Context: an optimization exercise on an open-source flow, tuned for small area, a short achievable clock period and few clock cycles per item. The choices shown serve that exercise and are no tape-out recipe.
Where RTL was checked, it was by simulation tests only, not by an equivalence proof against the original.

// aes_dp
module aes_dp (
  input  wire         clk,
  input  wire         rst,         
  input  wire         in_valid,
  output wire         in_ready,
  input  wire [1:0]   in_op,       
  input  wire         in_key256,   
  input  wire [255:0] in_key,
  input  wire [127:0] in_data,
  output reg          out_valid,
  output wire [127:0] out_data
);
clock: 12.0 ns
lec_check: 0
cap_margin: 20
core_margin: 2
core_utilization: 55
cts_cluster_diameter: 80
cts_cluster_size: 30
place_density: 0.6
slew_margin: 40
standard.sh (not shown) runs the stock make flow with config.mk's settings and CLKGATE_MAP_FILE= SYNTH_SCRIPT=/design/flow/synth_recipe.tcl, a recipe that flattens the netlist after the stock synthesis.
==> flow/flow/run.sh <==
#!/bin/bash
# The standard layout (the standard.sh: standard synthesis, floorplan,
# placement, CTS, routing) with two changes to how it is made:
# - repair_timing is asked to keep a larger setup margin, so that it sizes
#   and buffers the longest paths further;
# - the buffer that every input and output port gets is a buf_1 rather than
#   the cell buffer_ports picks by default (a delay buffer).
set -euo pipefail
bash standard.sh SETUP_SLACK_MARGIN=7.4 "BUFFER_PORTS_ARGS=-buffer_cell sky130_fd_sc_hd__buf_1" finish > standard.log 2>&1
Change:
--- a/flow/design.v
+++ b/flow/design.v
@@ -220,13 +220,12 @@
   reg         kdir_ld;       
   reg         kx_load, ks_swap;
   reg         k1_go, k1_ks, k1_fwd, k1_cv;
   reg [9:0]   k1_p;          
   reg         k2_go, k2_fwd, k2_cv;
   reg [7:0]   k2_rcon;
-  reg         k2_rot;
   reg         a_act, a_park, a_dec, a_first, a_last, a_kks, a_kkw;
   wire        k1_rot  = k1_p[9];
   wire        k1_tinx = k1_p[8];
   reg         b_dec, b_fin;
   reg         rdy;
   assign in_ready = rdy;
@@ -266,27 +265,28 @@
       kparm = {!aes256 || !t[0], !fwd && !aes256,
                !aes256 ? rcon_of(t[3:0]) : (t[0] ? 8'h00 : rcon_of({1'b0, t[3:1]}))};
     end
   endfunction
   wire [127:0] k1_b    = k1_ks ? ks[127:0] : kw[127:0];
   wire [31:0]  k_tin   = k1_tinx ? (k1_b[31:0] ^ k1_b[63:32]) : k1_b[31:0];
+  wire [31:0]  k_rin   = k1_rot ? {k_tin[23:0], k_tin[31:24]} : k_tin;
   wire [47:0]  kmid_d;
   generate
     for (g = 0; g < 4; g = g + 1) begin : g_k1
       wire [7:0] kt;
-      aes_sb_ine u_in (.x(k_tin[8*g +: 8]), .te(kt));
+      aes_sb_ine u_in (.x(k_rin[8*g +: 8]), .te(kt));
       aes_sb_mid u_mid (.t(kt), .r(kmid_d[12*g +: 12]));
     end
   endgenerate
   wire [31:0] k_sub;
   generate
     for (g = 0; g < 4; g = g + 1) begin : g_k2
       aes_sb_oute u_out (.r(kmid[12*g +: 12]), .ye(k_sub[8*g +: 8]));
     end
   endgenerate
-  wire [31:0]  k_t    = (k2_rot ? {k_sub[23:0], k_sub[31:24]} : k_sub) ^ {k2_rcon, 24'h0};
+  wire [31:0]  k_t    = k_sub ^ {k2_rcon, 24'h0};
   wire [127:0] kA = kw[255:128];
   wire [127:0] kB = kw[127:0];
   wire [127:0] k_base = k2_cv ? (k256 ? ks[255:128] : ks[127:0]) : (kw256 ? kA : kB);
   wire [31:0]  b0 = k_base[127:96], b1 = k_base[95:64], b2 = k_base[63:32], b3 = k_base[31:0];
   wire [127:0] k_n = k2_fwd ? {b0 ^ k_t, b0 ^ b1 ^ k_t, b0 ^ b1 ^ b2 ^ k_t, b0 ^ b1 ^ b2 ^ b3 ^ k_t}
                             : {b0 ^ k_t, b1 ^ b0, b2 ^ b1, b3 ^ b2};
@@ -405,13 +405,12 @@
     if (kx_load)    kw <= ks;
     else if (k2_kw) kw <= {kB, k_n};
     if (acc_key)      ks <= in_key;
     else if (ks_swap) ks <= {ks[127:0], ks[255:128]};
     else if (k2_ks)   ks <= {ks[127:0], k_n};
     k2_rcon <= k1_p[7:0];
-    k2_rot  <= k1_rot;
     k2_fwd  <= k1_fwd;
     if (rst) begin
       grp <= 1'b0; gcnt <= 5'd0; gdec <= 1'b0; g256 <= 1'b0; s1 <= 1'b0;
       pk <= 1'b0; pk_dec <= 1'b0; pk_ra <= 1'b0; pk_ev <= 1'b0;
       pr <= 1'b0; pr_dec <= 1'b0; to_rout <= 1'b0;
       khs <= 4'd1; ksf <= 1'b1; k256 <= 1'b0; kdir_ld <= 1'b0;
Effect:
- The changed run completed with no timing, DRC or antenna violations
- routed wire length barely changes
- sequential share of layout area hardly moves
- global-route usage is higher by 0.43 points
- worst setup slack gains 0.029 ns
- final cell count is higher by 0.85%
Testbench counts after the change, summed over its fixed seeds: cycles 22,591, blocks 1,732.
For the first run of this note, only the layout was checked, not whether the RTL still works.

* * *

== v18 ==
RTL: one of the versions met above, not the one the previous note started from.
Size: roughly 11000 cells after synthesis, roughly 1100 flip-flops, roughly 520 I/O pins, about 96000 um2 of cells after synthesis.
export LEC_CHECK = 0
export CAP_MARGIN = 20
export CORE_MARGIN = 2
export CORE_UTILIZATION = 55
export CTS_CLUSTER_DIAMETER = 80
export CTS_CLUSTER_SIZE = 30
export PLACE_DENSITY = 0.65
export SLEW_MARGIN = 40
create_clock -name core_clock -period 12.0 [get_ports {clk}]
Scripts as last shown in full above: flow/flow/run.sh
Testbench counts of v18, summed over its fixed seeds: cycles 22,591, blocks 1,732.
Modified inputs, v26 compared to v18
--- a/flow/design.v
+++ b/flow/design.v
@@ -214,24 +214,25 @@
   reg         to_rout;       
   reg [3:0]   khs;
   reg         ksf;
   reg         k256;
   reg [3:0]   gkh;
   reg         kw256;
   reg         kdir_ld;       
   reg         kx_load, ks_swap;
   reg         k1_go, k1_ks, k1_fwd, k1_cv;
   reg [9:0]   k1_p;          
   reg         k2_go, k2_fwd, k2_cv;
   reg [7:0]   k2_rcon;
+  reg         k2_rot;
   reg         a_act, a_park, a_dec, a_first, a_last, a_kks, a_kkw;
   wire        k1_rot  = k1_p[9];
   wire        k1_tinx = k1_p[8];
   reg         b_dec, b_fin;
   reg         rdy;
   assign in_ready = rdy;
   assign out_data = rout;
   genvar g;
   wire [127:0] mc = {mix_col(ra[127:96]), mix_col(ra[95:64]), mix_col(ra[63:32]), mix_col(ra[31:0])};
   wire [127:0] ka = ({128{a_kks}} & ks[255:128]) | ({128{a_kkw}} & kw[255:128]);
   wire [127:0] xa = (a_first ? ra : mc) ^ ka;
   wire [127:0] te, td;
@@ -259,40 +260,39 @@
   wire [127:0] v  = b_dec ? pq : ye;
   function automatic [9:0] kparm(input [3:0] khp_i, input fwd, input aes256);
     reg [4:0] kh, t;
     begin
       kh = {1'b0, khp_i} - 5'd1;
       t  = fwd ? kh + 5'd2 : (aes256 ? kh : kh - 5'd1);
       kparm = {!aes256 || !t[0], !fwd && !aes256,
                !aes256 ? rcon_of(t[3:0]) : (t[0] ? 8'h00 : rcon_of({1'b0, t[3:1]}))};
     end
   endfunction
   wire [127:0] k1_b    = k1_ks ? ks[127:0] : kw[127:0];
   wire [31:0]  k_tin   = k1_tinx ? (k1_b[31:0] ^ k1_b[63:32]) : k1_b[31:0];
-  wire [31:0]  k_rin   = k1_rot ? {k_tin[23:0], k_tin[31:24]} : k_tin;
   wire [47:0]  kmid_d;
   generate
     for (g = 0; g < 4; g = g + 1) begin : g_k1
       wire [7:0] kt;
-      aes_sb_ine u_in (.x(k_rin[8*g +: 8]), .te(kt));
+      aes_sb_ine u_in (.x(k_tin[8*g +: 8]), .te(kt));
       aes_sb_mid u_mid (.t(kt), .r(kmid_d[12*g +: 12]));
     end
   endgenerate
   wire [31:0] k_sub;
   generate
     for (g = 0; g < 4; g = g + 1) begin : g_k2
       aes_sb_oute u_out (.r(kmid[12*g +: 12]), .ye(k_sub[8*g +: 8]));
     end
   endgenerate
-  wire [31:0]  k_t    = k_sub ^ {k2_rcon, 24'h0};
+  wire [31:0]  k_t    = (k2_rot ? {k_sub[23:0], k_sub[31:24]} : k_sub) ^ {k2_rcon, 24'h0};
   wire [127:0] kA = kw[255:128];
   wire [127:0] kB = kw[127:0];
   wire [127:0] k_base = k2_cv ? (k256 ? ks[255:128] : ks[127:0]) : (kw256 ? kA : kB);
   wire [31:0]  b0 = k_base[127:96], b1 = k_base[95:64], b2 = k_base[63:32], b3 = k_base[31:0];
   wire [127:0] k_n = k2_fwd ? {b0 ^ k_t, b0 ^ b1 ^ k_t, b0 ^ b1 ^ b2 ^ k_t, b0 ^ b1 ^ b2 ^ b3 ^ k_t}
                             : {b0 ^ k_t, b1 ^ b0, b2 ^ b1, b3 ^ b2};
   wire         k2_ks  = k2_go && k2_cv;     
   wire         k2_kw  = k2_go && !k2_cv;    
   wire       acc     = in_valid & rdy;
   wire       acc_key = acc & (in_op == 2'd2);
   wire       acc_blk = acc & ~in_op[1];
   wire       acc_dec = in_op[0];
@@ -399,24 +399,25 @@
   always @(posedge clk) begin
     rb   <= rb_d;
     ra   <= (rdy && !to_rout) ? in_data : (xfer ? rout : v);
     if (rdy && to_rout)  rout <= in_data;
     else if (!pr || xfer) rout <= y ^ kb;
     kmid <= kmid_d;
     if (kx_load)    kw <= ks;
     else if (k2_kw) kw <= {kB, k_n};
     if (acc_key)      ks <= in_key;
     else if (ks_swap) ks <= {ks[127:0], ks[255:128]};
     else if (k2_ks)   ks <= {ks[127:0], k_n};
     k2_rcon <= k1_p[7:0];
+    k2_rot  <= k1_rot;
     k2_fwd  <= k1_fwd;
     if (rst) begin
       grp <= 1'b0; gcnt <= 5'd0; gdec <= 1'b0; g256 <= 1'b0; s1 <= 1'b0;
       pk <= 1'b0; pk_dec <= 1'b0; pk_ra <= 1'b0; pk_ev <= 1'b0;
       pr <= 1'b0; pr_dec <= 1'b0; to_rout <= 1'b0;
       khs <= 4'd1; ksf <= 1'b1; k256 <= 1'b0; kdir_ld <= 1'b0;
       gkh <= 4'd0; kw256 <= 1'b0;
       kx_load <= 1'b0; ks_swap <= 1'b0;
       k1_go <= 1'b0; k1_ks <= 1'b0; k1_fwd <= 1'b0; k1_cv <= 1'b0; k1_p <= 10'd0;
       k2_go <= 1'b0; k2_cv <= 1'b0;
       a_act <= 1'b0; a_park <= 1'b0; a_dec <= 1'b0; a_first <= 1'b0; a_last <= 1'b0;
       a_kks <= 1'b0; a_kkw <= 1'b0;
[summary]
Sort v26 and v18 by count of plain and timing-repair buffers in the layout, descending, and v18 comes first. Taking v18 as the reference, in v26 global-route wire length before repair rose by 2.6%; cell area rose by 1500 um2; fmax rose by 0.0028 GHz; gate count after technology mapping stayed essentially flat. Diff v18..v26 | number of non-filler instances in the completed layout | negligible.
Function not checked in v26: the RTL went through the layout flow alone.

==> re-timing with driven ports <==
The results above use ideal ports. As a check the final layouts listed here were re-extracted and re-timed, cells and wires unchanged. Step 1 assumes that a clkbuf_16 drives the clock port and a buf_2 every other input. Step 2 times the ports against the registers' clock, not the clock port: input delays grow and output delays shrink by t, the midpoint of the rising clock arrivals with the driver on. a / b / c = no drivers / after step 1 / after step 2; a / b = the first two.
run	t, ns	setup WS [ns]	worst setup path after step 2	cell pins on the clock port's net
the first run of note 1	0.861	7.353 / 7.353 / 6.679	input to register	1
the second run of note 1	0.865	7.383 / 7.383 / 6.926	input to register	1
v18	0.853	7.297 / 7.297 / 6.825	input to register	1
v26	0.855	7.358 / 7.358 / 6.777	input to register	1
After both steps setup and hold are still met in every run listed. For the first run of note 1, which loses most, drivers alone change the setup slack by 0.000 ns; drivers and shift together by -0.674 ns.
